This is an optimization exercise on Yosys and OpenROAD, whose aim is small area, a short achievable clock period and few clock cycles, not a production implementation. In this exercise RTL edits were held to simulation tests only and were not proved equivalent to the original. Power figures rest on the tool's default switching activity, not on a simulated workload.

<file path="flow/design.v">
module wacc8 (
    input  wire         clk,
    input  wire         rst,           
    input  wire         in_valid,
    output wire         in_ready,
    input  wire         in_first,      
    input  wire         in_last,       
    input  wire [2:0]   in_fmt_a,      
    input  wire [2:0]   in_fmt_b,
    input  wire [63:0]  in_a,          
    input  wire [63:0]  in_b,
    input  wire [7:0]   in_scale_a,    
    input  wire [7:0]   in_scale_b,
    input  wire [9:0]   in_anchor,     
    input  wire [127:0] in_init,       
    output wire         out_valid,
    output wire [127:0] out_word,
    output wire         out_ovf,       
    output wire         out_span       
);
    localparam ACC_W = 113;
    localparam BW    = 71;             
    function [70:0] add71;
        input [70:0] x, y;
        reg [70:0] p, gg, pp;
        integer l, j;
        begin
            p = x ^ y; gg = x & y; pp = p;
            for (l = 0; l < 7; l = l + 1)
                for (j = (2 << l) - 1; j < 71; j = j + (2 << l)) begin
                    gg[j] = gg[j] | (pp[j] & gg[j - (1 << l)]);
                    pp[j] = pp[j] & pp[j - (1 << l)];
                end
            for (l = 5; l >= 0; l = l - 1)
                for (j = 3 * (1 << l) - 1; j < 71; j = j + (2 << l)) begin
                    gg[j] = gg[j] | (pp[j] & gg[j - (1 << l)]);
                    pp[j] = pp[j] & pp[j - (1 << l)];
                end
            add71 = p ^ {gg[69:0], 1'b0};
        end
    endfunction
    function [112:0] add113;
        input [112:0] x, y;
        reg [112:0] p, gg, pp;
        integer l, j;
        begin
            p = x ^ y; gg = x & y; pp = p;
            for (l = 0; l < 7; l = l + 1)
                for (j = (2 << l) - 1; j < 113; j = j + (2 << l)) begin
                    gg[j] = gg[j] | (pp[j] & gg[j - (1 << l)]);
                    pp[j] = pp[j] & pp[j - (1 << l)];
                end
            for (l = 5; l >= 0; l = l - 1)
                for (j = 3 * (1 << l) - 1; j < 113; j = j + (2 << l)) begin
                    gg[j] = gg[j] | (pp[j] & gg[j - (1 << l)]);
                    pp[j] = pp[j] & pp[j - (1 << l)];
                end
            add113 = p ^ {gg[111:0], 1'b0};
        end
    endfunction
    function [4:0] fmt1h;
        input [2:0] f;
        case (f)
            3'd1:    fmt1h = 5'b00010;
            3'd2:    fmt1h = 5'b00100;
            3'd3:    fmt1h = 5'b01000;
            3'd4:    fmt1h = 5'b10000;
            default: fmt1h = 5'b00001;
        endcase
    endfunction
    function [5:0] fmt_off;
        input [4:0] F;
        fmt_off = ({6{F[0]}} & 6'd6) | ({6{F[1]}} & 6'h3F) | ({6{F[2]}} & 6'd12)
                | ({6{F[3]}} & 6'd11) | ({6{F[4]}} & 6'd14);
    endfunction
    function [12:0] decode;            
        input [7:0] x;
        input [4:0] F;
        reg g02, g13;
        reg [4:0] e;
        reg ez, h, nan4, e31, spc;
        reg [3:0] sig;
        reg s;
        begin
            g02 = F[0] | F[2];
            g13 = F[1] | F[3];
            e[0] = g02 & x[3] | g13 & x[2] | F[4] & x[1];
            e[1] = g02 & x[4] | g13 & x[3] | F[4] & x[2];
            e[2] = F[0] & x[5] | g13 & x[4];
            e[3] = F[0] & x[6] | F[1] & x[5];
            e[4] = F[1] & x[6];
            ez   = ~|e;
            h    = ~ez;
            nan4 = &x[6:0];
            e31  = &x[6:2];
            spc  = F[0] & nan4 | F[1] & e31;
            s    = ((F[0] | F[1]) & x[7]) | ((F[2] | F[3]) & x[5]) | (F[4] & x[3]);
            sig[3] = g02 & h & ~spc;
            sig[2] = (g02 & x[2] | g13 & h) & ~spc;
            sig[1] = (F[4] ? h : x[1]) & ~spc;
            sig[0] = x[0] & ~spc;
            decode = {F[0] & nan4 | F[1] & e31 & (x[1] | x[0]),
                      F[1] & e31 & ~x[1] & ~x[0], spc, s, e[4:1], e[0] | ez, sig};
        end
    endfunction
    function [7:0] mul4;
        input [3:0] a, b;
        reg [7:0] r0, r1, r2, r3, s1, c1, s2, c2;
        reg c;
        integer k;
        begin
            r0 = {4'b0, a & {4{b[0]}}};
            r1 = {3'b0, a & {4{b[1]}}, 1'b0};
            r2 = {2'b0, a & {4{b[2]}}, 2'b0};
            r3 = {1'b0, a & {4{b[3]}}, 3'b0};
            s1 = r0 ^ r1 ^ r2;
            c1 = ((r0 & r1) | (r0 & r2) | (r1 & r2)) << 1;
            s2 = s1 ^ c1 ^ r3;
            c2 = ((s1 & c1) | (s1 & r3) | (c1 & r3)) << 1;
            c = 1'b0;
            for (k = 0; k < 8; k = k + 1) begin
                mul4[k] = s2[k] ^ c2[k] ^ c;
                c = (s2[k] & c2[k]) | (s2[k] & c) | (c2[k] & c);
            end
        end
    endfunction
    function [5:0] add3s;
        input [4:0] a, b;
        input [5:0] k;
        reg [5:0] s, c;
        reg cc;
        integer j;
        begin
            s = {k[5], a ^ b ^ k[4:0]};
            c = {(a & b) | (a & k[4:0]) | (b & k[4:0]), 1'b0};
            cc = 1'b0;
            for (j = 0; j < 6; j = j + 1) begin
                add3s[j] = s[j] ^ c[j] ^ cc;
                cc = (s[j] & c[j]) | (s[j] & cc) | (c[j] & cc);
            end
        end
    endfunction
    function [67:0] shl68;
        input [11:0] w2;
        input [5:2] n;
        reg [15:0] w3;
        reg [7:0]  hot;
        reg [8:0]  fill;
        integer j, m;
        begin
            w3 = n[2] ? {w2, 4'b0}  : {{4{w2[11]}}, w2};
            for (m = 0; m < 8; m = m + 1)
                hot[m] = (n[5:3] == m);
            for (m = 0; m < 9; m = m + 1)
                fill[m] = (m >= 2) && (n[5:3] <= m - 2) && w3[15];
            for (j = 0; j < 68; j = j + 1) begin
                shl68[j] = fill[j / 8];
                for (m = 0; m < 8; m = m + 1)
                    if (j - 8 * m >= 0 && j - 8 * m < 16)
                        shl68[j] = shl68[j] | (hot[m] & w3[j - 8 * m]);
            end
        end
    endfunction
    function [2*BW-1:0] csa;           
        input [BW-1:0] x, y, z;
        reg [BW-1:0] s, c;
        begin
            s = x ^ y ^ z;
            c = (x & y) | (x & z) | (y & z);
            csa = {c[BW-2:0], 1'b0, s};
        end
    endfunction
    reg         ready_q, expf_q;
    reg         v0, f0, l0;
    reg [2:0]   fa0, fb0;
    reg [63:0]  a0, b0;
    reg [7:0]   sa0, sb0;
    reg [9:0]   anc0;
    reg [114:0] init_q;                
    assign in_ready = ready_q;
    wire take    = in_valid & ready_q;
    wire f0_nx   = take & in_first;
    wire expf_nx = take ? in_last : expf_q;
    always @(posedge clk) begin
        ready_q <= rst | ~(expf_nx & (f0_nx | f0));
        expf_q  <= rst | expf_nx;
        v0  <= take & ~rst;
        f0  <= f0_nx & ~rst;
        l0  <= take & in_last & ~rst;
        fa0 <= in_fmt_a;
        fb0 <= in_fmt_b;
        a0  <= in_a;
        b0  <= in_b;
        sa0 <= in_scale_a;
        sb0 <= in_scale_b;
        anc0 <= in_anchor;
        if (ready_q & expf_q)
            init_q <= {in_init[127:125], in_init[111:0]};
    end
    reg  [9:0]  anc_q;                 
    wire [9:0]  anc_cur  = f0 ? anc0 : anc_q;
    wire        scale_nan = (sa0 == 8'hFF) | (sb0 == 8'hFF);
    wire [11:0] d = {4'd0, sa0} + {4'd0, sb0} - 12'd223 - {{2{anc_cur[9]}}, anc_cur};
    wire        in_win   = ~d[11] & (d[10:5] == 6'd0);
    wire        use_beat = v0 & ~scale_nan & in_win;
    wire [4:0]  fa1h = fmt1h(fa0);
    wire [4:0]  fb1h = fmt1h(fb0);
    wire [5:0]  kbeat = fmt_off(fa1h) + fmt_off(fb1h) + {4'd0, d[1:0]};
    reg [95:0] pv_n;                   
    reg [31:0] sh_n;                   
    reg        beat_nan, beat_pinf, beat_ninf;
    integer i, k;
    reg [12:0] da, db;
    reg        za, zb, sp, anyl;
    reg [7:0]  pm;
    reg [8:0]  pv;
    reg [5:0]  sh;
    reg [9:0]  w1;
    always @* begin
        beat_nan  = 1'b0;
        beat_pinf = 1'b0;
        beat_ninf = 1'b0;
        for (i = 0; i < 8; i = i + 1) begin
            da = decode(a0[8*i +: 8], fa1h);
            db = decode(b0[8*i +: 8], fb1h);
            za = (da[3:0] == 4'd0) & ~da[11];
            zb = (db[3:0] == 4'd0) & ~db[11];
            sp = da[9] ^ db[9];
            if (da[12] | db[12]) begin
                beat_nan = 1'b1;
            end else if (da[11] | db[11]) begin
                if (za | zb)
                    beat_nan = 1'b1;
                else if (sp)
                    beat_ninf = 1'b1;
                else
                    beat_pinf = 1'b1;
            end
            pm = mul4(da[3:0], db[3:0]) & {8{use_beat}};
            anyl = 1'b0;
            for (k = 0; k < 8; k = k + 1) begin
                pv[k] = pm[k] ^ (sp & anyl);
                anyl = anyl | pm[k];
            end
            pv[8] = sp & anyl;
            sh = add3s(da[8:4], db[8:4], kbeat);
            w1 = {sh[0] ? pv : {pv[8], pv[8:1]}, pv[0] & ~sh[0]};
            pv_n[12*i +: 12] = {sh[1] ? w1 : {{2{w1[9]}}, w1[9:2]}, w1[1:0] & {2{~sh[1]}}};
            sh_n[4*i +: 4]   = sh[5:2];
        end
    end
    reg          v1, f1, l1;
    reg [95:0]   pv1;
    reg [31:0]   sh1;
    reg [2:0]    dh1;
    reg          nan1, pinf1, ninf1, span1;
    always @(posedge clk) begin
        anc_q <= anc_cur;
        v1    <= v0 & ~rst;
        f1    <= f0 & ~rst;
        l1    <= l0 & ~rst;
        pv1   <= pv_n;
        sh1   <= sh_n;
        dh1   <= d[4:2];
        nan1  <= v0 & (scale_nan | (use_beat & beat_nan));
        pinf1 <= use_beat & beat_pinf;
        ninf1 <= use_beat & beat_ninf;
        span1 <= v0 & ~scale_nan & ~in_win;
    end
    reg [BW-1:0] t [0:7];
    reg [67:0]   tt;
    always @* begin
        for (i = 0; i < 8; i = i + 1) begin
            tt = shl68(pv1[12*i +: 12], sh1[4*i +: 4]);
            t[i] = {3'b000, ~tt[67], tt[66:0]};
        end
    end
    wire [2*BW-1:0] r1a = csa(t[0], t[1], t[2]);
    wire [2*BW-1:0] r1b = csa(t[3], t[4], t[5]);
    wire [2*BW-1:0] r2a = csa(r1a[BW-1:0], r1a[2*BW-1:BW], r1b[BW-1:0]);
    wire [2*BW-1:0] r2b = csa(r1b[2*BW-1:BW], t[6], t[7]);
    wire [2*BW-1:0] r3  = csa(r2a[BW-1:0], r2a[2*BW-1:BW], r2b[BW-1:0]);
    wire [2*BW-1:0] r4  = csa(r3[BW-1:0], r3[2*BW-1:BW], r2b[2*BW-1:BW]);
    wire [BW-1:0]   bsum = add71(r4[BW-1:0], r4[2*BW-1:BW]) ^ {1'b1, {(BW-1){1'b0}}};
    reg          v2, f2, l2;
    reg [BW-1:0] bs2;
    reg [2:0]    dh2;
    reg          nan2, pinf2, ninf2, span2;
    reg [9:0]    anc2;
    always @(posedge clk) begin
        v2    <= v1 & ~rst;
        f2    <= f1 & ~rst;
        l2    <= l1 & ~rst;
        bs2   <= bsum;
        dh2   <= dh1;
        nan2  <= nan1;
        pinf2 <= pinf1;
        ninf2 <= ninf1;
        span2 <= span1;
        anc2  <= anc_q;
    end
    reg [ACC_W-1:0] acc_q;
    reg             nan_q, nanw_q, pinf_q, ninf_q, span_q, ovf_q, ov_q;
    reg [9:0]       anc3;
    wire [ACC_W-1:0] contrib  = {{(ACC_W-BW){bs2[BW-1]}}, bs2} << {dh2, 2'b00};
    wire [ACC_W-1:0] acc_base = f2 ? {init_q[111], init_q[111:0]} : acc_q;
    wire [ACC_W-1:0] acc_next = add113(acc_base, contrib);
    wire             nan_next = (f2 ? init_q[112] : nan_q) | nan2;
    wire             ovf_next = acc_next[ACC_W-1] ^ acc_next[ACC_W-2];
    always @(posedge clk) begin
        acc_q  <= acc_next;
        nan_q  <= nan_next;
        nanw_q <= nan_next | ovf_next;
        pinf_q <= (f2 ? init_q[113] : pinf_q) | pinf2;
        ninf_q <= (f2 ? init_q[114] : ninf_q) | ninf2;
        span_q <= (~f2 & span_q) | span2;
        ovf_q  <= ovf_next;
        anc3   <= anc2;
        ov_q   <= v2 & l2 & ~rst;
    end
    assign out_valid = ov_q;
    assign out_word  = {ninf_q, pinf_q, nanw_q, 3'd1, anc3, acc_q[111:0]};
    assign out_ovf   = ovf_q;
    assign out_span  = span_q;
endmodule
</file>
<file path="flow/flow/run.sh">
#!/bin/bash
set -euo pipefail
work=$(pwd)
synth="$work/synth_recipe.tcl"
if grep -q 'yosys synth -nofsm -noshare ' "$work/synth_recipe.tcl"; then
    sed 's/yosys synth -nofsm -noshare /yosys synth -nofsm -noshare -noabc /' \
        "$work/synth_recipe.tcl" > "$work/flow_synth.tcl"
    synth="$work/flow_synth.tcl"
fi
export BUFFER_PORTS_ARGS="-buffer_cell sky130_fd_sc_hd__buf_2"
bash standard.sh SYNTH_SCRIPT="$synth" REMOVE_ABC_BUFFERS=1 finish > standard.log 2>&1
</file>
<file path="flow/standard.sh">
#!/bin/bash
# synth_recipe.tcl (not shown) runs the flow's synth.tcl, then flattens the netlist and writes it again
# the make line also repeats each setting of config.mk as NAME=value (left out here)
make -C /OpenROAD-flow-scripts/flow DESIGN_CONFIG=/design/flow/config.mk WORK_HOME=/design/flow/orfs CLKGATE_MAP_FILE= SYNTH_SCRIPT=/design/flow/synth_recipe.tcl "${@:-finish}"
</file>
<file path="flow/config.mk">
export PLATFORM = sky130hd
export DESIGN_NAME = wacc8
export DESIGN_NICKNAME = wacc8
export VERILOG_FILES = /design/flow/design.v
export SDC_FILE = /design/flow/constraint.sdc
export NUM_CORES = 4
export LEC_CHECK = 0
export ABC_AREA = 1
export CAP_MARGIN = 20
export CORE_MARGIN = 2
export CORE_UTILIZATION = 40
export CTS_CLUSTER_DIAMETER = 150
export CTS_CLUSTER_SIZE = 20
export SLEW_MARGIN = 20
</file>
<file path="flow/constraint.sdc">
create_clock -name core_clock -period 36.0 [get_ports {clk}]
set_input_delay 7.2000 -clock core_clock [delete_from_list [all_inputs] [get_ports {clk}]]
set_output_delay 7.2000 -clock core_clock [all_outputs]
set_load 0.01 [all_outputs]
</file>
==> qor.yml, run 1 <==
outcome:
  outcome: "timing/DRC/antenna clean"
cts:
  clk_latency_ns: 0.65
  cts_buffers: 40
  cts_buffer_depth: 3
  cts.sinks: 649
  cts_setup_buffers: 0
  cts_tree: "built"
  htree_num_levels: 2
  cts_resized: 0
  cts-root-buf: "clkbuf_16"
  cts_hold_buf: 0
  path_clk_slew_ns: 0.09
timing:
  finalCritPeriodShare: 0.233
  final_max_slew_viol_count: 0
  finalSetupViolations: 0
  rsz0062_at_grt: "false"
  finalSetupTns_ns: 0
  worst_slew_pin_slew_ns: 1.23
  worst_clock_skew_ns: 0.0408
  hold_viol_final: 0
  relSlewSlack: 0.179
  layout_min_cycle_time_ns: 8.41
  fmax_ghz: 0.119
grt:
  groute.usage.overall: 0.265
  antenna_found_initial: 6
  grt_pass1_wl_um: 275000
  grt_pass1_vias: 45000
  grt_max_degree: 86
  grt_overflow_total: 0
yosys:
  syn_avg_cell_area_um2: 8.58
  ys.flop_type: "dfxtp_1"
  synth.area.top_cells: "fa_1 24%, dfxtp_1 20%, nand2_1 10%, edfxtp_1 6.5%, ha_1 6.0%"
  synth_cells: 6205
  synth_edf_count: 115
  mappedNetlistArea_um2: 53200
  yosysTopAreaCellShare: 0.237
  yosysWarnings: 2
  async_flop_share: 0
  yosys.area.top_type: "fa_1"
  synth-seq-area-share: 0.266
  ys_types: 63
  ys_ff_latch: 649
power_and_ir_drop:
  p_leak_nw: 28.3
  p_int_mw: 2.47
  p_sw_mw: 2.77
  pwr-share-seq: 0.212
  sw_frac_of_total: 0.528
  p_comb_frac: 0.697
  ir_drop_mv: 0.0467
  p_clk_frac: 0.091
  power_density_nw_per_um2: 91.2
route:
  drc: 0
  drt-vias-per-instance: 5.58
  ant_nets: 0
  dr.pass1.iters: 6
  drt_first_iter_violations: 4617
  routed_wl_um: 184000
  avgRoutedWirePerCell_um: 22.5
  vias: 45500
worst_hold_path:
  hold_start: "anc2[9]"
  worstHoldPathType: "flop to flop"
  hold_end: "anc3[9]"
  hold_depth: 0
worst_setup_path:
  arrival_ns: 1.21
  r2r_slack_ns: 28.76
  regToRegEndpoint: "bs2[63]"
  cp_max_fo: 2
  cp_num_buf_inv: 1
  rr_startpoint: "sh1[4]"
  timing.critical_path.cells: "buf_2"
  worst_setup_path_end_kind: "primary output"
  r2r_cells: 25
  crit_path_max_incr_delay_ns: 0.40
  worstSetupStartpointType: "flop"
  cp_slowest_cell: "dfxtp_1"
  required_ns: 28.80
  cpLargestDelayFamily: "flip-flops"
  critPathKind: "flop to primary output"
finish:
  drive_above_1_share: 0.102
  syn2layout_area_growth_pct: 7.77
  layout.nets: 7565
  final_common_cell: "nand2_1"
  most-common-layout-cells: "1484 x nand2_1, 630 x fa_1, 530 x dfxtp_1"
  fin_cells: 8165
run:
  max_cap_viol_count: 0
floorplan:
  die_w_um: 369
  initial_core_util: 0.404
  design.core.area_um2: 132000
  die-area_um2: 136000
  ios: 425
  placementRows: 133
  die_h_um: 369
placement:
  gpl.final_weighted_congestion: 1.05
  numPlacedInstances: 8101
  hpwl_um: 149000
  port_buffers: 408
[routing by layer]
| metal | vias to the layer above | part of all wire | global-route usage |
|---|---|---|---|
| met5 | - | 0.000065 | 0 |
| met4 | 2 | 0.063 | 0.145 |
| met3 | 450 | 0.084 | 0.0471 |
| met2 | 2202 | 0.44 | 0.411 |
| met1 | 21600 | 0.42 | 0.351 |
| li1 | 21200 | - | - |
[cells in the mapped netlist, drive strengths merged, types with 21 or more instances]
cell and count:
or2 21, o21ai 372, buf 153, xor2 145
dfxtp 534, clkbuf 172, o22ai 77, nand3 378
a21oi 201, nor2 485, nand4 56, edfxtp 115
o221ai 340, nand2 1495, fa 630, mux2 24
nor3 67, ha 254, inv 506
[registers in the layout (all words and copies together) (netlist names), 32 cells and up]
register,flops
pv1,96
acc_q,113
init_q,115
bs2,71
b0,64
sh1,32
a0,64
[area by class of cell]
type / instances / area (µm²)
Fill cell: 13300 / 74400
Clock inverter: 8 / 105
Sequential cell: 649 / 14200
Multi-Input combinational cell: 4707 / 35400
Inverter: 525 / 1980
Antenna cell: 1 / 2.50
Tap cell: 1755 / 2200
Timing Repair Buffer: 465 / 2470
Clock buffer: 55 / 1080
[how the worst max path moves through the flow]
stage | to | cells past startpoint | slack [ns] | startpoint
final | out_word[50] | 1 | 27.59 | acc_q[50]
after global routing | out_word[72] | 1 | 27.55 | acc_q[72]
after CTS | out_word[72] | 1 | 27.56 | acc_q[72]
after detailed placement | ready_q | 3 | 28.14 | rst
after global placement | ready_q | 4 | 28.13 | in_valid
after floorplan | ready_q | 3 | 28.30 | in_valid
[power by group through the flow]
stage,clock network [mW],registers [mW],logic (mW)
floorplan,0,1.14,2.33
global placement,0,1.12,3.51
detailed placement,0,1.12,3.59
CTS,0.492,1.11,3.60
global route,0.517,1.13,4.05
finish,0.477,1.11,3.65
[kinds of logic after synthesis]
kind of cell	after synthesis	synth area share
AO/OA/AOI/OAI	1105	0.138
XOR/XNOR	160	0.0272
buffers and inverters	850	0.0702
adder cells (fa/ha/maj)	884	0.297
AND/OR/NAND/NOR	2520	0.195
flip-flops	649	0.266
other	2	0.000141
multiplexers	35	0.00714
[worst reg2reg max path, delay by kind of cell, from the launching register on]
family | cells | cell delay [ns]
fa+ha+maj | 6 | 2.86
compound gates | 6 | 1.85
simple gates | 12 | 1.46
flops | 1 | 0.71
xor+xnor | 1 | 0.26
[through the flow]
step	util	hold slack, ns	cell area, µm²	setup WS [ns]	power, mW
4_1_cts	0.435	0.327	57400	27.56	5.19
5_1_grt	0.435	0.336	57400	27.55	5.69
2_1_floorplan	-	0.310	51500	28.30	3.46
3_3_place_gp	0.426	0.311	56200	28.13	4.63
3_5_place_dp	0.426	0.312	56200	28.14	4.71
6_report	0.435	0.326	57400	27.59	5.24
Testbench counts, summed over its fixed seeds: cycles 19,324.
==> run 2: changes to the inputs <==
--- a/flow/config.mk
+++ b/flow/config.mk
@@ -8,7 +8,7 @@
 export ABC_AREA = 1
 export CAP_MARGIN = 20
 export CORE_MARGIN = 2
-export CORE_UTILIZATION = 40
+export CORE_UTILIZATION = 55
 export CTS_CLUSTER_DIAMETER = 150
 export CTS_CLUSTER_SIZE = 20
 export SLEW_MARGIN = 20
==> qor.yml, run 2 <==
yosys:
  ys_ff_latch: 649  # unchanged
  syn_avg_cell_area_um2: 8.58  # unchanged
  yosys.area.top_type: "fa_1"
  async_flop_share: 0  # unchanged
  ys_types: 63  # unchanged
  synth-seq-area-share: 0.266  # unchanged
  synth.most_common_cell: "nand2_1"
  ys.flop_type: "dfxtp_1"
  synth_edf_count: 115  # unchanged
  synth_cells: 6205  # unchanged
  yosysWarnings: 2  # unchanged
  yosys-top-cells-count: "1484 x nand2_1, 630 x fa_1, 534 x dfxtp_1, 481 x inv_1, 479 x nor2_1"
  synth.area.top_cells: "fa_1 24%, dfxtp_1 20%, nand2_1 10%, edfxtp_1 6.5%, ha_1 6.0%"
  yosysTopAreaCellShare: 0.237  # unchanged
  mappedNetlistArea_um2: 53200  # unchanged
grt:
  grt_pass1_vias: 44000  # -2.2%
  grt_use_met2: 0.556  # +0.144
  antenna_found_initial: 2  # -4
  grt_use_met1: 0.466  # +0.115
  groute.usage.overall: 0.361  # +0.0956
  top_usage_layer: "met2"
  global_route.usage.met3: 0.0664  # +0.0193
  grt_max_degree: 99  # +15%
  grt_overflow_total: 0  # unchanged
  grt_pass1_wl_um: 268000  # -2.3%
cts:
  cts_resized: 0  # unchanged
  cts_buffers: 39  # -2.5%
  htree_num_levels: 2  # unchanged
  cts_hold_buf: 0  # unchanged
  cts_buffer_depth: 3  # unchanged
  cts_tree: "built"
  clk_latency_ns: 0.63  # -0.02 ns
  cts-root-buf: "clkbuf_16"
  cts.sinks: 649  # unchanged
  cts_setup_buffers: 0  # unchanged
  path_clk_slew_ns: 0.09  # about the same
timing:
  hold_viol_final: 0  # unchanged
  finalSetupViolations: 0  # unchanged
  whs_ns: 0.314  # -0.0115 ns
  finalCritPeriodShare: 0.232  # -0.00150
  layout_min_cycle_time_ns: 8.35  # -0.0540 ns
  worst_slew_pin_slew_ns: 1.25  # +0.0143 ns
  fmax_ghz: 0.120  # +0.65%
  worst_clock_skew_ns: 0.0342  # -0.00655 ns
  rsz0062_at_grt: "false"
  relSlewSlack: 0.169  # -0.00954
  final_max_slew_viol_count: 0  # unchanged
  setup_ws_ns: 27.65  # +0.0540 ns
  finalSetupTns_ns: 0  # unchanged
worst_setup_path:
  timing.critical_path.cells: "buf_2"
  required_ns: 28.80  # about the same
  rr_startpoint: "sh1[0]"
  worst_setup_path_end_kind: "primary output"
  cp_max_fo: 2  # unchanged
  critPathKind: "flop to primary output"
  regToRegEndpoint: "bs2[69]"
  worstSetupStartpointType: "flop"
  arrival_ns: 1.15  # -0.06 ns
  crit_path_max_incr_delay_ns: 0.38  # -0.02 ns
  cpLargestDelayFamily: "flip-flops"
  r2r_slack_ns: 28.75  # about the same
  r2r_cells: 24  # -4.0%
  cp_num_buf_inv: 1  # unchanged
  cp_slowest_cell: "dfxtp_1"
placement:
  gpl.final_weighted_congestion: 1.05  # -0.28%
  dp_slack_ns: 28.14  # -0.00520 ns
  hpwl_um: 147000  # -1.6%
  port_buffers: 408  # unchanged
finish:
  syn2layout_area_growth_pct: 6.13
  multi_input_area_um2: 35400  # about the same
  most-common-layout-cells: "1484 x nand2_1, 630 x fa_1, 530 x dfxtp_1"
  insertedDiodeCount: 0  # -1
  largest_register_ffs: 115  # unchanged
  final_common_cell: "nand2_1"
  regMostFlops: "init_q"
  top_regs: "init_q (115), acc_q (113), pv1 (96)"
  final-seq-area_um2: 14200  # unchanged
  fillers: 8864  # -33%
  layout.nets: 7545  # -0.26%
  drive_above_1_share: 0.0976  # -0.00427
floorplan:
  ios: 425  # unchanged
  initial_core_util: 0.553  # +0.149
  die-area_um2: 99300  # -27%
  placementRows: 114  # -14%
  die_h_um: 315  # -15%
  die_w_um: 315  # -15%
  design.core.area_um2: 96300  # -27%
worst_hold_path:
  worstHoldPathType: "flop to flop"
  hold_start: "span1"
  hold_depth: 0  # unchanged
  hold_end: "span2"
route:
  dr.pass1.iters: 7  # +1
  vias: 45800  # +0.55%
  drt_first_iter_violations: 4845  # +4.9%
  routed_wl_um: 181000  # -1.5%
  drt-vias-per-instance: 5.98  # +7.2%
  avgRoutedWirePerCell_um: 23.7  # +5.0%
  drc: 0  # unchanged
  ant_nets: 0  # unchanged
outcome:
  outcome: "timing/DRC/antenna clean"
power_and_ir_drop:
  ir_drop_mv: 0.0500  # +6.9%
  p_leak_nw: 28.1  # -0.51%
  power_density_nw_per_um2: 91.1  # -0.17%
run:
  max_cap_viol_count: 0  # unchanged
==> run 2: final cells by class <==
type | count | area share
multi-input cells | 4707 | 0.626
flip-flops and latches | 649 | 0.250
repair buffers | 446 | 0.0412
inverters | 525 | 0.0350
well taps | 1276 | 0.0283
clock buffers | 52 | 0.0181
clock inverters | 3 | 0.000797
==> run 2: cell families after synthesis <==
kind of cell               Yosys count  synth area share
and+or+nand+nor                   2520             0.195
AOI/OAI and AO/OA                 1105             0.138
adders and majority gates          884             0.297
buffers and inverters              850            0.0702
DFF                                649             0.266
xor gates and xnor gates           160            0.0272
muxes                               35           0.00714
other                                2          0.000141
==> run 2: worst max-delay path by stage <==
stage | from | cells past startpoint | to | slack, ns
after floorplan | in_valid | 3 | ready_q | 28.30
after global placement | in_valid | 4 | ready_q | 28.12
after detailed placement | in_valid | 4 | ready_q | 28.14
after CTS | acc_q[77] | 1 | out_word[77] | 27.61
after global routing | acc_q[61] | 1 | out_word[61] | 27.61
final | acc_q[77] | 1 | out_word[77] | 27.65
==> run 2: metal layers <==
layer | up-vias | part of all wire
met5 | - | 0
met4 | 0 | 0.078
met3 | 509 | 0.086
met2 | 2349 | 0.44
met1 | 21700 | 0.40
li1 | 21200 | -
==> run 2: through the flow <==
step                      utilization  power, mW  cells  cell area (µm²)
after floorplan                     -       3.46   5881            51500
after global placement          0.576       4.54   7603            55400
after detailed placement        0.576       4.63   7603            55400
after CTS                       0.587       5.09   7658            56500
after global routing            0.587       5.58   7658            56500
final                           0.587       5.15   7658            56500
==> run 2: power by group <==
part / leakage, nW / internal [mW] / switching [mW]
clock: 0.518 / 0.202 / 0.246
combinational: 22.0 / 1.26 / 2.33
sequential: 5.63 / 0.967 / 0.141
==> run 3: changes to the inputs <==
--- a/flow/flow/run.sh
+++ b/flow/flow/run.sh
@@ -7,5 +7,7 @@
         "$work/synth_recipe.tcl" > "$work/flow_synth.tcl"
     synth="$work/flow_synth.tcl"
 fi
-export BUFFER_PORTS_ARGS="-buffer_cell sky130_fd_sc_hd__buf_2"
+export DONT_BUFFER_PORTS=1
+export PRE_GLOBAL_PLACE_TCL="$work/flow/ports_pre.tcl"
+export POST_GLOBAL_PLACE_TCL="$work/flow/ports_post.tcl"
 bash standard.sh SYNTH_SCRIPT="$synth" REMOVE_ABC_BUFFERS=1 finish > standard.log 2>&1
==> flow/flow/ports_post.tcl (new file) <==
# Runs after global placement (POST_GLOBAL_PLACE_TCL): the port buffers may be
# resized again from here on.
unset_dont_touch $::my_port_buffers
==> flow/flow/ports_pre.tcl (new file) <==
# Runs before global placement (PRE_GLOBAL_PLACE_TCL). Every I/O port gets its
# own buffer, as in the standard flow: buf_1 cells on the inputs (each drives
# one register nearby) and buf_2 cells on the outputs (they drive the output
# load). They are marked dont_touch until global placement ends, so that the
# remove_buffers call of timing-driven placement keeps them.
set ::my_cells_before [get_cells *]
buffer_ports -inputs -buffer_cell sky130_fd_sc_hd__buf_1
buffer_ports -outputs -buffer_cell sky130_fd_sc_hd__buf_2
set ::my_port_buffers [get_cells {input* output*}]
puts "port buffers: [llength $::my_port_buffers] (cells [llength $::my_cells_before] -> [llength [get_cells *]])"
set_dont_touch $::my_port_buffers
==> qor.yml, run 3 <==
timing:
  rsz0062_at_grt: "false"
  finalSetupViolations: 0  # unchanged
  relSlewSlack: 0.175  # +0.00526
  layout_min_cycle_time_ns: 8.35  # -0.00530 ns
  final_max_slew_viol_count: 0  # unchanged
  worst_slew_pin_slew_ns: 1.24  # -0.00789 ns
  fmax_ghz: 0.120  # about the same
  finalCritPeriodShare: 0.232  # about the same
  finalSetupTns_ns: 0  # unchanged
  worst_clock_skew_ns: 0.0269  # -0.00735 ns
  setup_ws_ns: 27.65  # +0.00530 ns
  hold_viol_final: 0  # unchanged
worst_setup_path:
  cp_max_fo: 2  # unchanged
  cp_slowest_cell: "dfxtp_1"
  timing.critical_path.cells: "buf_2"
  arrival_ns: 1.15  # about the same
  cpLargestDelayFamily: "flip-flops"
  worst_setup_path_end_kind: "primary output"
  worstSetupStartpointType: "flop"
  critPathKind: "flop to primary output"
  rr_startpoint: "sh1[0]"
  cp_num_buf_inv: 1  # unchanged
  cp-startpoint: "acc_q[98]"
  required_ns: 28.80  # about the same
  crit_path_max_incr_delay_ns: 0.38  # about the same
finish:
  regMostFlops: "init_q"
  drive_above_1_share: 0.0534  # -0.0442
  top_regs: "init_q (115), acc_q (113), pv1 (96)"
  syn2layout_area_growth_pct: 5.47
  largest_register_ffs: 115  # unchanged
  final_common_cell: "nand2_1"
  layout.nets: 7543  # -0.027%
  fin_cells: 7661  # +0.039%
  most-common-layout-cells: "1484 x nand2_1, 630 x fa_1, 530 x dfxtp_1"
grt:
  groute.usage.overall: 0.361  # about the same
  grt_max_degree: 93  # -6.1%
  grt_pass1_wl_um: 269000  # +0.13%
  antenna_found_initial: 5  # +3
  grt_overflow_total: 0  # unchanged
  grt_pass1_vias: 44200  # +0.47%
floorplan:
  ios: 425  # unchanged
  design.core.area_um2: 96300  # unchanged
  die_w_um: 315  # unchanged
  initial_core_util: 0.553  # unchanged
  die_h_um: 315  # unchanged
  placementRows: 114  # unchanged
  die-area_um2: 99300  # unchanged
placement:
  hpwl_um: 146000  # -0.16%
  dp_slack_ns: 28.05  # -0.0922 ns
  port_buffers: 408  # unchanged
  numPlacedInstances: 7601  # -0.026%
power_and_ir_drop:
  p_int_mw: 2.42  # -0.63%
  p_leak_nw: 27.4  # -2.8%
  pwr-share-seq: 0.218  # +0.003
  power_density_nw_per_um2: 91.1  # about the same
  p_comb_frac: 0.694  # -0.004
  p_sw_mw: 2.70  # -0.66%
  p_clk_frac: 0.088  # about the same
  ir_drop_mv: 0.0511  # +2.3%
  sw_frac_of_total: 0.528  # about the same
yosys:
  ys_ff_latch: 649  # unchanged
  yosysTopAreaCellShare: 0.237  # unchanged
  synth-seq-area-share: 0.266  # unchanged
  yosysWarnings: 2  # unchanged
  yosys.area.top_type: "fa_1"
  syn_avg_cell_area_um2: 8.58  # unchanged
  mappedNetlistArea_um2: 53200  # unchanged
  ys_types: 63  # unchanged
  ys.flop_type: "dfxtp_1"
  synth.area.top_cells: "fa_1 24%, dfxtp_1 20%, nand2_1 10%, edfxtp_1 6.5%, ha_1 6.0%"
  async_flop_share: 0  # unchanged
  synth.most_common_cell: "nand2_1"
  synth_edf_count: 115  # unchanged
  yosys-top-cells-count: "1484 x nand2_1, 630 x fa_1, 534 x dfxtp_1, 481 x inv_1, 479 x nor2_1"
  synth_cells: 6205  # unchanged
route:
  vias: 45800  # +0.015%
  drc: 0  # unchanged
  drt_first_iter_violations: 4683  # -3.3%
  avgRoutedWirePerCell_um: 23.7  # +0.21%
  routed_wl_um: 182000  # +0.25%
  drt-vias-per-instance: 5.98  # about the same
  ant_nets: 0  # unchanged
  dr.pass1.iters: 6  # -1
cts:
  cts_hold_buf: 0  # unchanged
  cts.sinks: 649  # unchanged
  cts-root-buf: "clkbuf_16"
  cts_buffer_depth: 3  # unchanged
  cts_tree: "built"
  cts_setup_buffers: 0  # unchanged
  path_clk_slew_ns: 0.09  # about the same
  clk_latency_ns: 0.63  # about the same
  cts_resized: 0  # unchanged
  htree_num_levels: 2  # unchanged
  cts_buffers: 39  # unchanged
outcome:
  outcome: "timing/DRC/antenna clean"
worst_hold_path:
  worstHoldPathType: "flop to flop"
  hold_start: "anc2[9]"
run:
  max_cap_viol_count: 0  # unchanged
[run 3: metrics by stage]
step / util / hold WS (ns) / power [mW] / cell area, µm²
after floorplan: - / 0.310 / 3.46 / 51500
after global placement: 0.572 / 0.311 / 4.52 / 55100
after detailed placement: 0.572 / 0.314 / 4.60 / 55100
after CTS: 0.583 / 0.328 / 5.06 / 56100
after global routing: 0.583 / 0.335 / 5.56 / 56100
final: 0.583 / 0.323 / 5.11 / 56200
[run 3: cell families (layout without fill, tap and decap cells)]
logic type / count (synthesis) / after routing / share of synthesized area
AND/OR/NAND/NOR: 2520 / 2520 / 0.195
AO/OA/AOI/OAI: 1105 / 1105 / 0.138
adder cells (fa/ha/maj): 884 / 884 / 0.297
buffers and inverters: 850 / 1026 / 0.0702
flip-flops: 649 / 649 / 0.266
XOR/XNOR: 160 / 160 / 0.0272
multiplexers: 35 / 35 / 0.00714
other: 2 / 6 / 0.000141
[run 3: path summary, 6_finish.rpt]
check,end,slack (ns),depth (start not counted)
worst max-delay path,out_word[98],27.65,1
worst min-delay path,anc3[9],0.32,0
worst max register to register,bs2[69],28.67,22
worst min register to register,anc3[9],0.32,0
[run 3: cell type report]
class | instances | area [µm²]
fillers | 8982 | 40100
multi-input cells | 4707 | 35400
flip-flops and latches | 649 | 14200
inverters | 525 | 1980
repair buffers | 444 | 1960
well taps | 1276 | 1600
clock buffers | 54 | 1030
clock inverters | 3 | 45.0
diodes | 3 | 7.51
[run 3: layer usage]
layer	GRT usage	routed length, µm
met1	0.464	72000
met2	0.558	79600
met3	0.0719	16600
met5	0	12
met4	0.231	13500
[run 3: power groups by stage]
stage	Combinational [mW]	Clock [mW]	Sequential (mW)
floorplan	2.33	0	1.14
global placement	3.40	0	1.12
detailed placement	3.47	0	1.13
CTS	3.49	0.465	1.11
global route	3.94	0.486	1.13
finish	3.55	0.450	1.12
==> run 4: changes to the inputs <==
--- a/flow/design.v
+++ b/flow/design.v
@@ -170,6 +170,38 @@
             csa = {c[BW-2:0], 1'b0, s};
         end
     endfunction
+    function [11:0] add12r;
+        input [11:0] x, y, z, k;
+        reg [11:0] s1, c1, s2, c2;
+        reg c;
+        integer j;
+        begin
+            s1 = x ^ y ^ z;
+            c1 = ((x & y) | (x & z) | (y & z)) << 1;
+            s2 = s1 ^ c1 ^ k;
+            c2 = ((s1 & c1) | (s1 & k) | (c1 & k)) << 1;
+            c = 1'b0;
+            for (j = 0; j < 12; j = j + 1) begin
+                add12r[j] = s2[j] ^ c2[j] ^ c;
+                c = (s2[j] & c2[j]) | (s2[j] & c) | (c2[j] & c);
+            end
+        end
+    endfunction
+    function [5:0] add6r;
+        input [5:0] x, y, z;
+        reg [5:0] s1, c1;
+        reg c;
+        integer j;
+        begin
+            s1 = x ^ y ^ z;
+            c1 = ((x & y) | (x & z) | (y & z)) << 1;
+            c = 1'b0;
+            for (j = 0; j < 6; j = j + 1) begin
+                add6r[j] = s1[j] ^ c1[j] ^ c;
+                c = (s1[j] & c1[j]) | (s1[j] & c) | (c1[j] & c);
+            end
+        end
+    endfunction
     reg         ready_q, expf_q;
     reg         v0, f0, l0;
     reg [2:0]   fa0, fb0;
@@ -200,12 +232,12 @@
     reg  [9:0]  anc_q;                 
     wire [9:0]  anc_cur  = f0 ? anc0 : anc_q;
     wire        scale_nan = (sa0 == 8'hFF) | (sb0 == 8'hFF);
-    wire [11:0] d = {4'd0, sa0} + {4'd0, sb0} - 12'd223 - {{2{anc_cur[9]}}, anc_cur};
+    wire [11:0] d = add12r({4'd0, sa0}, {4'd0, sb0}, ~{{2{anc_cur[9]}}, anc_cur}, 12'd3874);
     wire        in_win   = ~d[11] & (d[10:5] == 6'd0);
     wire        use_beat = v0 & ~scale_nan & in_win;
     wire [4:0]  fa1h = fmt1h(fa0);
     wire [4:0]  fb1h = fmt1h(fb0);
-    wire [5:0]  kbeat = fmt_off(fa1h) + fmt_off(fb1h) + {4'd0, d[1:0]};
+    wire [5:0]  kbeat = add6r(fmt_off(fa1h), fmt_off(fb1h), {4'd0, d[1:0]});
     reg [95:0] pv_n;                   
     reg [31:0] sh_n;                   
     reg        beat_nan, beat_pinf, beat_ninf;
==> qor.yml, run 4 <==
outcome:
  outcome: "timing/DRC/antenna clean"
yosys:
  yosys.area.top_type: "fa_1"
  ys_types: 65  # +3.2%
  async_flop_share: 0  # unchanged
  yosysTopAreaCellShare: 0.243  # +0.00596
  synth-seq-area-share: 0.266  # +0.000764
  mappedNetlistArea_um2: 53100  # -0.29%
  yosys-top-cells-count: "1432 x nand2_1, 644 x fa_1, 534 x dfxtp_1, 484 x nor2_1, 473 x inv_1"
  yosysWarnings: 2  # unchanged
  synth_cells: 6139  # -1.1%
  synth_edf_count: 115  # unchanged
  ys_ff_latch: 649  # unchanged
  synth.most_common_cell: "nand2_1"
  synth.area.top_cells: "fa_1 24%, dfxtp_1 20%, nand2_1 10%, edfxtp_1 6.5%, o221ai_1 5.6%"
  syn_avg_cell_area_um2: 8.65  # +0.79%
  ys.flop_type: "dfxtp_1"
route:
  routed_wl_um: 182000  # +0.34%
  drc: 0  # unchanged
  ant_nets: 0  # unchanged
  avgRoutedWirePerCell_um: 24.0  # +1.3%
  vias: 45400  # -0.80%
  dr.pass1.iters: 6  # unchanged
  drt-vias-per-instance: 5.99  # +0.18%
  drt_first_iter_violations: 4360  # -6.9%
grt:
  top_usage_layer: "met2"
  grt_use_met2: 0.568  # +0.0106
  grt_pass1_vias: 44600  # +0.90%
  grt_max_degree: 80  # -14%
  antenna_found_initial: 0  # -5
  grt_use_met1: 0.465  # +0.000702
  grt_overflow_total: 0  # unchanged
  grt_pass1_wl_um: 270000  # +0.55%
  groute.usage.overall: 0.365  # +0.00419
  global_route.usage.met3: 0.0663  # -0.00559
finish:
  fin_cells: 7586  # -0.98%
  layout.nets: 7474  # -0.91%
  regMostFlops: "init_q"
  drive_above_1_share: 0.0615  # +0.00811
  top_regs: "init_q (115), acc_q (113), pv1 (96)"
  insertedDiodeCount: 0  # -3
  largest_register_ffs: 115  # unchanged
  most-common-layout-cells: "1432 x nand2_1, 644 x fa_1, 530 x dfxtp_1"
  final_common_cell: "nand2_1"
  final_core_util: 0.588  # +0.00481
  syn2layout_area_growth_pct: 5.55  # about the same
cts:
  cts_resized: 0  # unchanged
  clk_latency_ns: 0.64  # about the same
  htree_num_levels: 2  # unchanged
  cts_tree: "built"
  path_clk_slew_ns: 0.09  # about the same
  cts_buffer_depth: 3  # unchanged
  cts.sinks: 649  # unchanged
  cts_hold_buf: 0  # unchanged
  cts_setup_buffers: 0  # unchanged
  cts-root-buf: "clkbuf_16"
  cts_buffers: 39  # unchanged
power_and_ir_drop:
  p_sw_mw: 2.50  # -7.4%
  sw_frac_of_total: 0.520  # -0.00743
  p_leak_nw: 27.0  # -1.3%
  p_comb_frac: 0.677  # -0.017
  finalPower_mw: 4.80  # -6.1%
  pwr-share-seq: 0.228  # +0.010
  p_clk_frac: 0.095  # +0.007
  power_density_nw_per_um2: 85.7  # -5.9%
  ir_drop_mv: 0.0527  # +3.2%
  p_int_mw: 2.30  # -4.6%
timing:
  fmax_ghz: 0.120  # -0.24%
  relSlewSlack: 0.250  # +0.0757
  final_max_slew_viol_count: 0  # unchanged
  finalSetupViolations: 0  # unchanged
  layout_min_cycle_time_ns: 8.37  # +0.0203 ns
  finalSetupTns_ns: 0  # unchanged
  rsz0062_at_grt: "false"
  worst_clock_skew_ns: 0.0469  # +0.0200 ns
  whs_ns: 0.319  # -0.00360 ns
  worst_slew_pin_slew_ns: 1.12  # -0.115 ns
  finalCritPeriodShare: 0.232  # +0.000564
  hold_viol_final: 0  # unchanged
worst_setup_path:
  cpLargestDelayFamily: "flip-flops"
  r2r_slack_ns: 28.78  # +0.11 ns
  cp_num_buf_inv: 1  # unchanged
  rr_startpoint: "sh1[12]"
  cp_slowest_cell: "dfxtp_1"
  crit_path_max_incr_delay_ns: 0.39  # about the same
  r2r_cells: 21  # -4.5%
  critPathKind: "flop to primary output"
  worst_setup_path_end_kind: "primary output"
  regToRegEndpoint: "bs2[54]"
  timing.critical_path.cells: "buf_2"
  worstSetupStartpointType: "flop"
  arrival_ns: 1.17  # +0.02 ns
  required_ns: 28.80  # about the same
  cp_max_fo: 2  # unchanged
floorplan:
  placementRows: 113  # -0.88%
  initial_core_util: 0.557  # +0.00412
  die_h_um: 315  # -0.14%
  die_w_um: 315  # -0.14%
  die-area_um2: 99000  # -0.28%
  ios: 425  # unchanged
  design.core.area_um2: 95300  # -1.0%
worst_hold_path:
  hold_start: "ninf1"
  hold_depth: 0  # unchanged
  hold_end: "ninf2"
  worstHoldPathType: "flop to flop"
placement:
  port_buffers: 408  # unchanged
  hpwl_um: 148000  # +1.3%
  numPlacedInstances: 7526  # -0.99%
run:
  max_cap_viol_count: 0  # unchanged
[run 4: logic make-up after synthesis]
logic type                 synth area share
AOI/OAI and AO/OA                     0.138
muxes                               0.00980
other                              0.000141
DFF                                   0.266
and+or+nand+nor                       0.192
adders and majority gates             0.298
xor gates and xnor gates             0.0259
buffers and inverters                0.0700
[run 4: routing by layer]
layer / part of all wire / vias to the layer above
li1: - / 20900
met1: 0.39 / 21600
met2: 0.44 / 2297
met3: 0.085 / 543
met4: 0.082 / 0
met5: 0 / -
[run 4: worst max-delay path by stage]
stage	cells past startpoint	from	slack (ns)	end
2_1_floorplan	3	in_valid	28.30	ready_q
3_3_place_gp	3	rst	28.01	ready_q
3_5_place_dp	3	rst	28.02	ready_q
4_1_cts	1	acc_q[79]	27.61	out_word[79]
5_1_grt	1	acc_q[79]	27.59	out_word[79]
6_report	1	acc_q[79]	27.63	out_word[79]
[run 4: layout make-up]
type | instances | area (µm²)
fillers | 8697 | 39300
multi-input cells | 4647 | 35200
flip-flops and latches | 649 | 14200
repair buffers | 446 | 1980
inverters | 519 | 1960
well taps | 1265 | 1580
clock buffers | 56 | 1060
clock inverters | 4 | 61.3
[run 4: per-stage QoR]
stage	instance area, µm²	worst slack, ns
finish	56000	27.63
global route	56000	27.59
CTS	56000	27.61
detailed placement	54900	28.02
global placement	54900	28.01
floorplan	51300	28.30
[run 4: power groups by stage]
stage	registers (mW)	logic (mW)	clock network, mW
global placement	1.10	3.11	0
CTS	1.09	3.20	0.467
detailed placement	1.11	3.19	0
global route	1.11	3.59	0.489
finish	1.09	3.25	0.455
floorplan	1.12	2.11	0
Testbench counts of run 4, summed over its fixed seeds: cycles 19,324.
==> run 5: changes to the inputs <==
--- a/flow/config.mk
+++ b/flow/config.mk
@@ -8,7 +8,7 @@
 export ABC_AREA = 1
 export CAP_MARGIN = 20
 export CORE_MARGIN = 2
-export CORE_UTILIZATION = 55
+export CORE_UTILIZATION = 68
 export CTS_CLUSTER_DIAMETER = 150
 export CTS_CLUSTER_SIZE = 20
 export SLEW_MARGIN = 20
==> qor.yml, run 5 <==
cts:
  cts-root-buf: "clkbuf_16"
  cts_resized: 0  # unchanged
  cts_setup_buffers: 0  # unchanged
  htree_num_levels: 2  # unchanged
  cts_tree: "built"
  cts_hold_buf: 0  # unchanged
  clk_latency_ns: 0.62  # -0.02 ns
  cts.sinks: 649  # unchanged
  cts_buffer_depth: 3  # unchanged
  cts_buffers: 39  # unchanged
  path_clk_slew_ns: 0.09  # about the same
grt:
  antenna_found_initial: 2  # +2
  grt_pass1_wl_um: 291000  # +7.7%
  grt_pass1_vias: 49500  # +11%
  groute.usage.overall: 0.480  # +0.115
  grt_max_degree: 87  # +8.8%
  grt_overflow_total: 0  # unchanged
timing:
  finalSetupViolations: 0  # unchanged
  finalCritPeriodShare: 0.233  # +0.000261
  relSlewSlack: 0.201  # -0.0494
  setup_ws_ns: 27.62  # -0.00940 ns
  rsz0062_at_grt: "false"
  fmax_ghz: 0.119  # -0.11%
  worst_clock_skew_ns: 0.0353  # -0.0116 ns
  hold_viol_final: 0  # unchanged
  worst_slew_pin_slew_ns: 1.20  # +0.0740 ns
  final_max_slew_viol_count: 0  # unchanged
  layout_min_cycle_time_ns: 8.38  # +0.00940 ns
  finalSetupTns_ns: 0  # unchanged
worst_setup_path:
  rr_startpoint: "f0"
  crit_path_max_incr_delay_ns: 0.40  # about the same
  path_depth: 1  # unchanged
  required_ns: 28.80  # about the same
  worst_setup_path_end_kind: "primary output"
  cp_max_fo: 2  # unchanged
  r2r_cells: 32  # +52%
  arrival_ns: 1.18  # about the same
  crit_end: "out_word[74]"
  r2r_slack_ns: 28.68  # -0.10 ns
  critPathKind: "flop to primary output"
  cpLargestDelayFamily: "flip-flops"
  worstSetupStartpointType: "flop"
  cp_slowest_cell: "dfxtp_1"
  regToRegEndpoint: "pv1[10]"
  timing.critical_path.cells: "buf_2"
  cp_num_buf_inv: 1  # unchanged
  cp-startpoint: "acc_q[74]"
floorplan:
  placementRows: 102  # -9.7%
  ios: 425  # unchanged
  die_h_um: 283  # -9.9%
  design.core.area_um2: 77300  # -19%
  initial_core_util: 0.686  # +0.129
  die_w_um: 283  # -9.9%
  die-area_um2: 80300  # -19%
route:
  drt_first_iter_violations: 7131  # +64%
  drc: 0  # unchanged
  vias: 49600  # +9.1%
  routed_wl_um: 197000  # +7.9%
  ant_nets: 0  # unchanged
  avgRoutedWirePerCell_um: 26.7  # +11%
  dr.pass1.iters: 10  # +4
  drt-vias-per-instance: 6.73  # +12%
yosys:
  synth.most_common_cell: "nand2_1"
  yosysWarnings: 2  # unchanged
  yosysTopAreaCellShare: 0.243  # unchanged
  ys.flop_type: "dfxtp_1"
  yosys.area.top_type: "fa_1"
  ys_types: 65  # unchanged
  yosys-top-cells-count: "1432 x nand2_1, 644 x fa_1, 534 x dfxtp_1, 484 x nor2_1, 473 x inv_1"
  synth_edf_count: 115  # unchanged
  synth-seq-area-share: 0.266  # unchanged
  mappedNetlistArea_um2: 53100  # unchanged
  ys_ff_latch: 649  # unchanged
  synth.area.top_cells: "fa_1 24%, dfxtp_1 20%, nand2_1 10%, edfxtp_1 6.5%, o221ai_1 5.6%"
  synth_cells: 6139  # unchanged
  async_flop_share: 0  # unchanged
  syn_avg_cell_area_um2: 8.65  # unchanged
power_and_ir_drop:
  p_leak_nw: 27.0  # +0.12%
  power_density_nw_per_um2: 90.2  # +5.2%
  ir_drop_mv: 0.0577  # +9.4%
finish:
  insertedDiodeCount: 0  # unchanged
  drive_above_1_share: 0.0627  # +0.00120
  regMostFlops: "init_q"
  multi_input_area_um2: 35200  # unchanged
  fillers: 5293  # -39%
  largest_register_ffs: 115  # unchanged
  most-common-layout-cells: "1432 x nand2_1, 644 x fa_1, 530 x dfxtp_1"
  final_common_cell: "nand2_1"
  syn2layout_area_growth_pct: 5.12
  layout.nets: 7482  # +0.11%
  final-seq-area_um2: 14200  # unchanged
  top_regs: "init_q (115), acc_q (113), pv1 (96)"
placement:
  dp_slack_ns: 27.98  # -0.0360 ns
  hpwl_um: 152000  # +2.8%
  port_buffers: 408  # unchanged
run:
  max_cap_viol_count: 0  # unchanged
worst_hold_path:
  worstHoldPathType: "flop to flop"
outcome:
  outcome: "timing/DRC/antenna clean"
-- run 5: cell count changes in the layout (fill, tap and decap cells not counted), sizes merged --
cell,delta
clkbuf,-1
buf,+8
-- run 5: worst min-delay path by stage --
stage,from,endpoint,cells past startpoint
4_1_cts,anc2[1],anc3[1],0
6_report,anc2[1],anc3[1],0
3_3_place_gp,anc2[3],anc3[3],0
3_5_place_dp,nan1,nan2,0
2_1_floorplan,anc2[0],anc3[0],0
5_1_grt,ninf1,ninf2,0
-- run 5: through the flow --
stage | power, mW | hold WS (ns) | utilization | instance area, µm² | cells
finish | 5.03 | 0.331 | 0.722 | 55800 | 7368
global route | 5.32 | 0.335 | 0.722 | 55800 | 7368
CTS | 4.87 | 0.332 | 0.722 | 55800 | 7368
detailed placement | 4.37 | 0.314 | 0.707 | 54700 | 7309
global placement | 4.16 | 0.310 | 0.707 | 54700 | 7309
floorplan | 3.23 | 0.310 | - | 51300 | 5815
-- run 5: logic make-up (layout without fill, tap and decap cells) --
| group | count (synthesis) | count (layout) | synth area share |
|---|---|---|---|
| AOI/OAI and AO/OA | 1115 | 1115 | 0.138 |
| buffers and inverters | 844 | 1032 | 0.0700 |
| adders and majority gates | 879 | 879 | 0.298 |
| and+or+nand+nor | 2449 | 2449 | 0.192 |
| muxes | 49 | 49 | 0.00980 |
| xor gates and xnor gates | 152 | 152 | 0.0259 |
| other | 2 | 3 | 0.000141 |
| DFF | 649 | 649 | 0.266 |
-- run 5: final cells by class --
| type | instances | area share |
|---|---|---|
| Clock buffer | 55 | 0.0189 |
| Clock inverter | 4 | 0.00110 |
| Inverter | 519 | 0.0350 |
| Multi-Input combinational cell | 4647 | 0.632 |
| Sequential cell | 649 | 0.254 |
| Tap cell | 1040 | 0.0233 |
| Timing Repair Buffer | 454 | 0.0365 |
-- run 5: power breakdown --
group,switching (mW),internal (mW)
logic,2.29,1.18
registers,0.147,0.954
clock network,0.256,0.208
total,2.69,2.34
-- run 5: layer usage --
layer / global-route usage / vias up / share of wire
li1: - / 21000 / -
met1: 0.575 / 23300 / 0.34
met2: 0.754 / 4216 / 0.44
met3: 0.106 / 1123 / 0.11
met4: 0.377 / 4 / 0.098
met5: 0 / - / 0.00012

[separate check: timing with driven ports]
The results above use ideal ports. As a check the final layouts listed here were re-extracted and re-timed, cells and wires unchanged. Step 1 assumes that a clkbuf_16 drives the clock port and a buf_2 every other input. Step 2 moves the port delays by t, midway between the first and last clock arrival at a register: inputs arrive t later, outputs are due t later. That takes back most of the time a late clock gives input paths. Slacks: no drivers / after step 1 / after step 2; pairs: no drivers / after step 1.
| run | shift t [ns] | setup slack, ns | clock arrival spread, ns | worst register clock-pin slew, ns | cell pins on the clock port's net |
|---|---|---|---|---|---|
| run 1 | 0.704 | 27.594 / 27.519 / 28.085 | 0.041 / 0.041 | 0.09 / 0.09 | 1 |
| run 2 | 0.686 | 27.648 / 27.574 / 28.102 | 0.039 / 0.039 | 0.09 / 0.09 | 1 |
| run 3 | 0.688 | 27.653 / 27.581 / 28.049 | 0.029 / 0.028 | 0.09 / 0.09 | 1 |
| run 4 | 0.698 | 27.633 / 27.555 / 28.038 | 0.048 / 0.047 | 0.10 / 0.10 | 1 |
| run 5 | 0.677 | 27.624 / 27.551 / 27.978 | 0.048 / 0.048 | 0.10 / 0.10 | 1 |
After both steps every run listed still meets setup and hold.
